This design comes from an exercise in tuning for small area, a short achievable clock period and few clock cycles per item on the open sky130 flow, not from production work.
Only simulation tests tie the RTL to the original design; equivalence was not proved.

[flow/design.v]
module armature_law (
    input  wire        clk,
    input  wire        rst,
    input  wire        cfg_we,
    input  wire [6:0]  cfg_addr,
    input  wire [31:0] cfg_wdata,
    input  wire        start,
    input  wire [31:0] meas,
    input  wire [31:0] sp,
    input  wire [31:0] inj,
    input  wire        inj_point,
    output wire        ready,
    output reg         done,
    output reg  [31:0] u,
    output reg  [31:0] integ,
    output reg  [15:0] gain,
    output reg  [31:0] err,
    output reg  [2:0]  flags
);
    reg [26:0]        step;
    reg signed [31:0] kp, ki, imin, imax, umin, umax, offset;
    reg signed [15:0] table_q [0:32];
    reg signed [31:0] integ_r;
    localparam S_IDLE   = 3'd0,
               S_ERR    = 3'd1,
               S_DIV    = 3'd2,
               S_INTERP = 3'd3,
               S_MUL1   = 3'd4,
               S_MUL2   = 3'd5,
               S_OUT    = 3'd6;
    reg [2:0]         state;
    reg [4:0]         div_cnt;
    reg signed [31:0] meas_q, sp_q, inj_q;
    reg               inj_point_q;
    reg signed [31:0] e_q;
    reg [27:0]        rem_q;      
    reg [20:0]        dnd_q;      
    reg [20:0]        quo_q;      
    reg signed [15:0] g_q;
    reg signed [47:0] pe_q, ie_q;
    reg signed [51:0] p_q, inc_q;
    reg               x_high_q;
    assign ready = (state == S_IDLE);
    function [31:0] sat32;
        input signed [32:0] v;
        begin
            if (v > 33'sh0_7FFF_FFFF)
                sat32 = 32'h7FFF_FFFF;
            else if (v < -33'sh0_8000_0000)
                sat32 = 32'h8000_0000;
            else
                sat32 = v[31:0];
        end
    endfunction
    wire signed [32:0] sp_sum = {sp_q[31], sp_q} + {inj_q[31], inj_q};
    wire signed [31:0] sp_eff = inj_point_q ? sp_q : sat32(sp_sum);
    wire signed [32:0] e_diff = {sp_eff[31], sp_eff} - {meas_q[31], meas_q};
    wire signed [31:0] e_val  = sat32(e_diff);
    wire signed [34:0] x_val   = {{3{e_val[31]}}, e_val} + $signed({4'd0, step, 4'd0});
    wire signed [34:0] x_top   = $signed({3'd0, step, 5'd0});
    wire               x_low   = (x_val <= 35'sd0);
    wire               x_high  = (x_val >= x_top);
    wire [27:0] div_try = {rem_q[26:0], dnd_q[20]};
    wire        div_ge  = (div_try >= {1'b0, step});
    wire [4:0]         k_idx = quo_q[20:16];
    wire [15:0]        f_val = quo_q[15:0];
    wire signed [15:0] t_k   = table_q[k_idx];
    wire signed [15:0] t_k1  = (k_idx == 5'd31) ? table_q[32] : table_q[k_idx + 5'd1];
    wire signed [16:0] t_dif = {t_k1[15], t_k1} - {t_k[15], t_k};
    wire signed [33:0] t_prd = t_dif * $signed({1'b0, f_val});
    wire signed [17:0] g_sum = {{2{t_k[15]}}, t_k} + t_prd[33:16];
    wire signed [63:0] kpe = kp * e_q;
    wire signed [63:0] kie = ki * e_q;
    wire signed [63:0] pg  = pe_q * g_q;
    wire signed [63:0] ig  = ie_q * g_q;
    wire signed [52:0] i_sum = {{21{integ_r[31]}}, integ_r} + {inc_q[51], inc_q};
    wire               i_lo  = (i_sum < $signed({{21{imin[31]}}, imin}));
    wire               i_hi  = (i_sum > $signed({{21{imax[31]}}, imax}));
    wire signed [31:0] i_new = i_lo ? imin : i_hi ? imax : i_sum[31:0];
    wire signed [31:0] inj_out = inj_point_q ? inj_q : 32'sd0;
    wire signed [53:0] u_sum = {{2{p_q[51]}}, p_q}
                             + {{22{i_new[31]}}, i_new}
                             + {{22{offset[31]}}, offset}
                             + {{22{inj_out[31]}}, inj_out};
    wire               u_lo  = (u_sum < $signed({{22{umin[31]}}, umin}));
    wire               u_hi  = (u_sum > $signed({{22{umax[31]}}, umax}));
    wire signed [31:0] u_new = u_lo ? umin : u_hi ? umax : u_sum[31:0];
    integer i;
    always @(posedge clk) begin
        if (cfg_we) begin
            case (cfg_addr)
                7'h00: step   <= cfg_wdata[26:0];
                7'h01: kp     <= cfg_wdata;
                7'h02: ki     <= cfg_wdata;
                7'h03: imin   <= cfg_wdata;
                7'h04: imax   <= cfg_wdata;
                7'h05: umin   <= cfg_wdata;
                7'h06: umax   <= cfg_wdata;
                7'h07: offset <= cfg_wdata;
                default: ;
            endcase
            for (i = 0; i < 33; i = i + 1)
                if (cfg_addr == 7'h40 + i)
                    table_q[i] <= cfg_wdata[15:0];
        end
    end
    always @(posedge clk) begin
        if (rst) begin
            state   <= S_IDLE;
            done    <= 1'b0;
            integ_r <= 32'sd0;
        end else begin
            done <= 1'b0;
            case (state)
                S_IDLE: begin
                    if (cfg_we && cfg_addr == 7'h08)
                        integ_r <= cfg_wdata;
                    if (start) begin
                        meas_q      <= meas;
                        sp_q        <= sp;
                        inj_q       <= inj;
                        inj_point_q <= inj_point;
                        state       <= S_ERR;
                    end
                end
                S_ERR: begin
                    e_q <= e_val;
                    if (x_low) begin
                        quo_q <= 21'd0;                  
                        state <= S_INTERP;
                    end else if (x_high) begin
                        quo_q <= 21'd0;                  
                        state <= S_INTERP;
                    end else begin
                        rem_q   <= {2'b00, x_val[30:5]};
                        dnd_q   <= {x_val[4:0], 16'd0};
                        div_cnt <= 5'd0;
                        state   <= S_DIV;
                    end
                end
                S_DIV: begin
                    rem_q   <= div_ge ? (div_try - {1'b0, step}) : div_try;
                    quo_q   <= {quo_q[19:0], div_ge};
                    dnd_q   <= {dnd_q[19:0], 1'b0};
                    div_cnt <= div_cnt + 5'd1;
                    if (div_cnt == 5'd20)
                        state <= S_INTERP;
                end
                S_INTERP: begin
                    if (x_high_q)
                        g_q <= table_q[32];
                    else
                        g_q <= g_sum[15:0];
                    state <= S_MUL1;
                end
                S_MUL1: begin
                    pe_q  <= kpe[63:16];
                    ie_q  <= kie[63:16];
                    state <= S_MUL2;
                end
                S_MUL2: begin
                    p_q   <= pg[63:12];
                    inc_q <= ig[63:12];
                    state <= S_OUT;
                end
                S_OUT: begin
                    integ_r <= i_new;
                    u       <= u_new;
                    integ   <= i_new;
                    gain    <= g_q;
                    err     <= e_q;
                    flags   <= {u_lo | u_hi, i_hi, i_lo};
                    done    <= 1'b1;
                    state   <= S_IDLE;
                end
                default: state <= S_IDLE;
            endcase
        end
    end
    always @(posedge clk)
        if (state == S_ERR)
            x_high_q <= !x_low && x_high;
endmodule
[flow/run.sh]
#!/bin/bash
# synth_recipe.tcl (not shown) runs the flow's synth.tcl, then flattens the netlist and writes it again
# the make line also repeats each setting of config.mk as NAME=value (left out here)
make -C /OpenROAD-flow-scripts/flow DESIGN_CONFIG=/design/flow/config.mk WORK_HOME=/design/flow/orfs CLKGATE_MAP_FILE= SYNTH_SCRIPT=/design/flow/synth_recipe.tcl finish
[flow/config.mk]
export PLATFORM = sky130hd
export DESIGN_NAME = armature_law
export DESIGN_NICKNAME = armature_law
export VERILOG_FILES = /design/flow/design.v
export SDC_FILE = /design/flow/constraint.sdc
export NUM_CORES = 4
export LEC_CHECK = 0
export CAP_MARGIN = 20
export CORE_MARGIN = 2
export CORE_UTILIZATION = 40
export SLEW_MARGIN = 20
[flow/constraint.sdc]
create_clock -name core_clock -period 20.0 [get_ports {clk}]
set_input_delay 4.0000 -clock core_clock [delete_from_list [all_inputs] [get_ports {clk}]]
set_output_delay 4.0000 -clock core_clock [all_outputs]
set_load 0.01 [all_outputs]
==> flow_summary.toml <==
[outcome]
status = "finished clean"

[route]
top_layer = "met5"
wl_met2_um = 300000
via_count = 147238
drcViolationCount = 0
wirelength_um = 691000
routedWlPerCell_um = 25.8
via_per_inst = 5.49
ant_nets = 0
drt_iter0_markers = 15143
drtPass1Iterations = 9
wl_met1_um = 282000
dr_wl_met3_um = 77000

[yosys]
synth_edf_count = 1298
ys.flop_type = "edfxtp_1"
ys_warn_count = 2
ys_ff_latch = 1334
synth.net_count = 25393
syn-mean-instance-area_sq_um = 9.97
synthArstFlopShare_pct = 0
yosysSeqAreaShare_pct = 19.8
synth_cell_types = 86
syn_inst = 20073
netlist_area_sq_um = 200000

[placement]
place_area_sq_um = 211000
io_buffers = 256
hpwl_um = 528000
place_inst = 26456
gp_congestion = 0.997
dp_slack_ns = 4.85

[worst_setup_path]
worstPathRequired_ns = 20.67
crit_slowest_cell = "or4_1"
arrival_ns = 15.88
slowest_delay_ns = 0.65
crit_type = "reg -> reg"
startpoint_type = "flop"
critical_path.max_fanout = 33
critPathCaptureType = "flop"
rr_worst_depth = 52

[clocking]
cts_buffers = 163
clk_latency_ns = 0.92
clock_sinks = 1334
cts_buffer_depth = 4
clkTransAtPathRegs_ns = 0.06
cts_tree = "built"
cts-hold-fix-buffers = 0
htree_levels = 4
post_cts_buffers = 0
cts_resized = 0
cts_root_buf = "clkbuf_16"

[timing]
tightest_slew_ns = 1.36
final-hold-violation-count = 0
setup_viol = 0
period_minus_slack_ns = 15.21
slew-limit-headroom_pct = 9.09
fin_crit_sh_pct = 76.0
setup_ws_ns = 4.79
fin_skew_ns = 0.0935
final.setup.tns_ns = 0
fmax_mhz = 65.7
report.final.slew_viol_count = 0
rsz0062_at_grt = "false"

[grt]
overflow = 0
grt_pass1_wl_um = 1020000
grt.total_usage_pct = 27.2
grt_pass1_vias = 153701
antenna_found_initial = 84
grt_max_degree = 89

[worst_hold_path]
worstHoldPathType = "reg -> reg"
whs_path_depth = 0

[floorplanning]
die_w_um = 711
design.die.area_sq_um = 506000
fp.coreArea_sq_um = 498000
die_h_um = 711
rows = 259
ioPinCount = 257
start_util_pct = 40.2

[cells_and_area]
drive_gt1_share_pct = 3.82
syn_to_final_growth_pct = 8.21
final_nets = 25290
finalNonFillerCells = 26835
fin_area_sq_um = 216000

[job]
drv_cap = 0
-- layer usage --
metal | vias up | GRT usage (%)
met2 | 7440 | 41.4
met1 | 76231 | 36.8
met4 | 28 | 10.6
met3 | 1411 | 7.65
li1 | 62128 | -
met5 | - | 0
-- worst max-delay path: cells and delay by family (launching register included) --
kind,cells,cell delay (ns)
compound gates,23,5.76
fa+ha+maj,8,2.95
simple gates,11,2.86
buf+inv,4,1.50
mux,3,0.92
xor+xnor,3,0.49
flops,1,0.37
-- cell type report --
cell class                      instances  area [sq um]
Fill cell                           47975        281000
Multi-Input combinational cell      13501        141000
Sequential cell                      1334         39700
Inverter                             4326         16200
Tap cell                             6655          8330
Timing Repair Buffer                  644          5480
Clock buffer                          194          4310
Clock inverter                        102          1230
Antenna cell                           79           198
-- sequential cells by signal, indices dropped and copies added, names as in the netlist, 48 cells and up --
name and flops:
ie_q 48, inc_q 52, p_q 52, pe_q 48, table_q 528
-- cell usage in the layout (no fill, tap or decap), drive strengths merged, types with 144 or more instances in the layout --
cell type,count
inv,4337
fa,3957
nand2,3036
edfxtp,1298
ha,1223
and2,1121
a21oi,485
nor2,463
buf,405
o21ai,361
xnor2,329
a21o,266
clkdlybuf4s50,239
nand2b,217
clkbuf,194
a22oi,187
mux2i,162
nand4,144
-- stage by stage --
| step | hold slack [ns] | utilization (%) |
|---|---|---|
| 2_1_floorplan | 0.424 | - |
| 3_3_place_gp | 0.446 | 42.3 |
| 3_5_place_dp | 0.472 | 42.3 |
| 4_1_cts | 0.482 | 43.4 |
| 5_1_grt | 0.493 | 43.5 |
| 6_report | 0.485 | 43.5 |
-- path summary, 6_finish.rpt --
check             startpoint  slack [ns]  endpoint
setup / recovery    inc_q[0]        4.79      u[0]
hold reg to reg       e_q[2]        0.48    err[2]
setup reg to reg    inc_q[0]        4.79      u[0]
hold / removal        e_q[2]        0.48    err[2]
-- synth_stat cells (187+ instances only) --
| master | count | area (sq um) |
|---|---|---|
| inv_1 | 4321 | 16200 |
| fa_1 | 3957 | 79200 |
| nand2_1 | 3036 | 11400 |
| edfxtp_1 | 1298 | 39000 |
| ha_1 | 1223 | 15300 |
| and2_1 | 1120 | 7010 |
| clkbuf_1 | 811 | 3040 |
| a21oi_1 | 485 | 2430 |
| nor2_1 | 463 | 1740 |
| xnor2_1 | 329 | 2880 |
| o21ai_0 | 278 | 1390 |
| a21o_1 | 266 | 2000 |
| nand2b_1 | 217 | 1360 |
| a22oi_1 | 187 | 1400 |
-- cell families after synthesis --
| kind of cell | count (synthesis) | share of synthesized area [%] |
|---|---|---|
| adder cells (fa/ha/maj) | 5184 | 47.3 |
| AND/OR/NAND/NOR | 5555 | 12.9 |
| buffers and inverters | 5238 | 9.84 |
| multiplexers | 177 | 0.895 |
| flip-flops | 1334 | 19.8 |
| AO/OA/AOI/OAI | 2134 | 7.27 |
| XOR/XNOR | 451 | 1.98 |
Testbench counts, summed over its fixed seeds: cycles 81,717, frames 4,096.

-- static timing again, ports no longer ideal --
No port has a modelled driver above. Below, the same layout with a new extraction and two added sets of constraints. Step 1, drivers: a clkbuf_16 drives clk and a buf_2 each remaining input, both assumed. Step 2, shift: input delay + t, output delay - t, t = (earliest + latest rising clock arrival at the registers) / 2. This alone moves slack from input paths to output paths. Three values: ideal, step 1, step 2; two values: the first two.
t, ns: 0.969
setup slack, ns: 4.790 / 4.790 / 4.790
clock arrival spread, ns: 0.096 / 0.096
worst slew at a driven data input, ns: 0.17
cell pins on the clock port's net: 1
After both steps this run still meets setup and hold. The setup slack of this run moves by 0.000 ns with the drivers and by 0.000 ns with both steps.
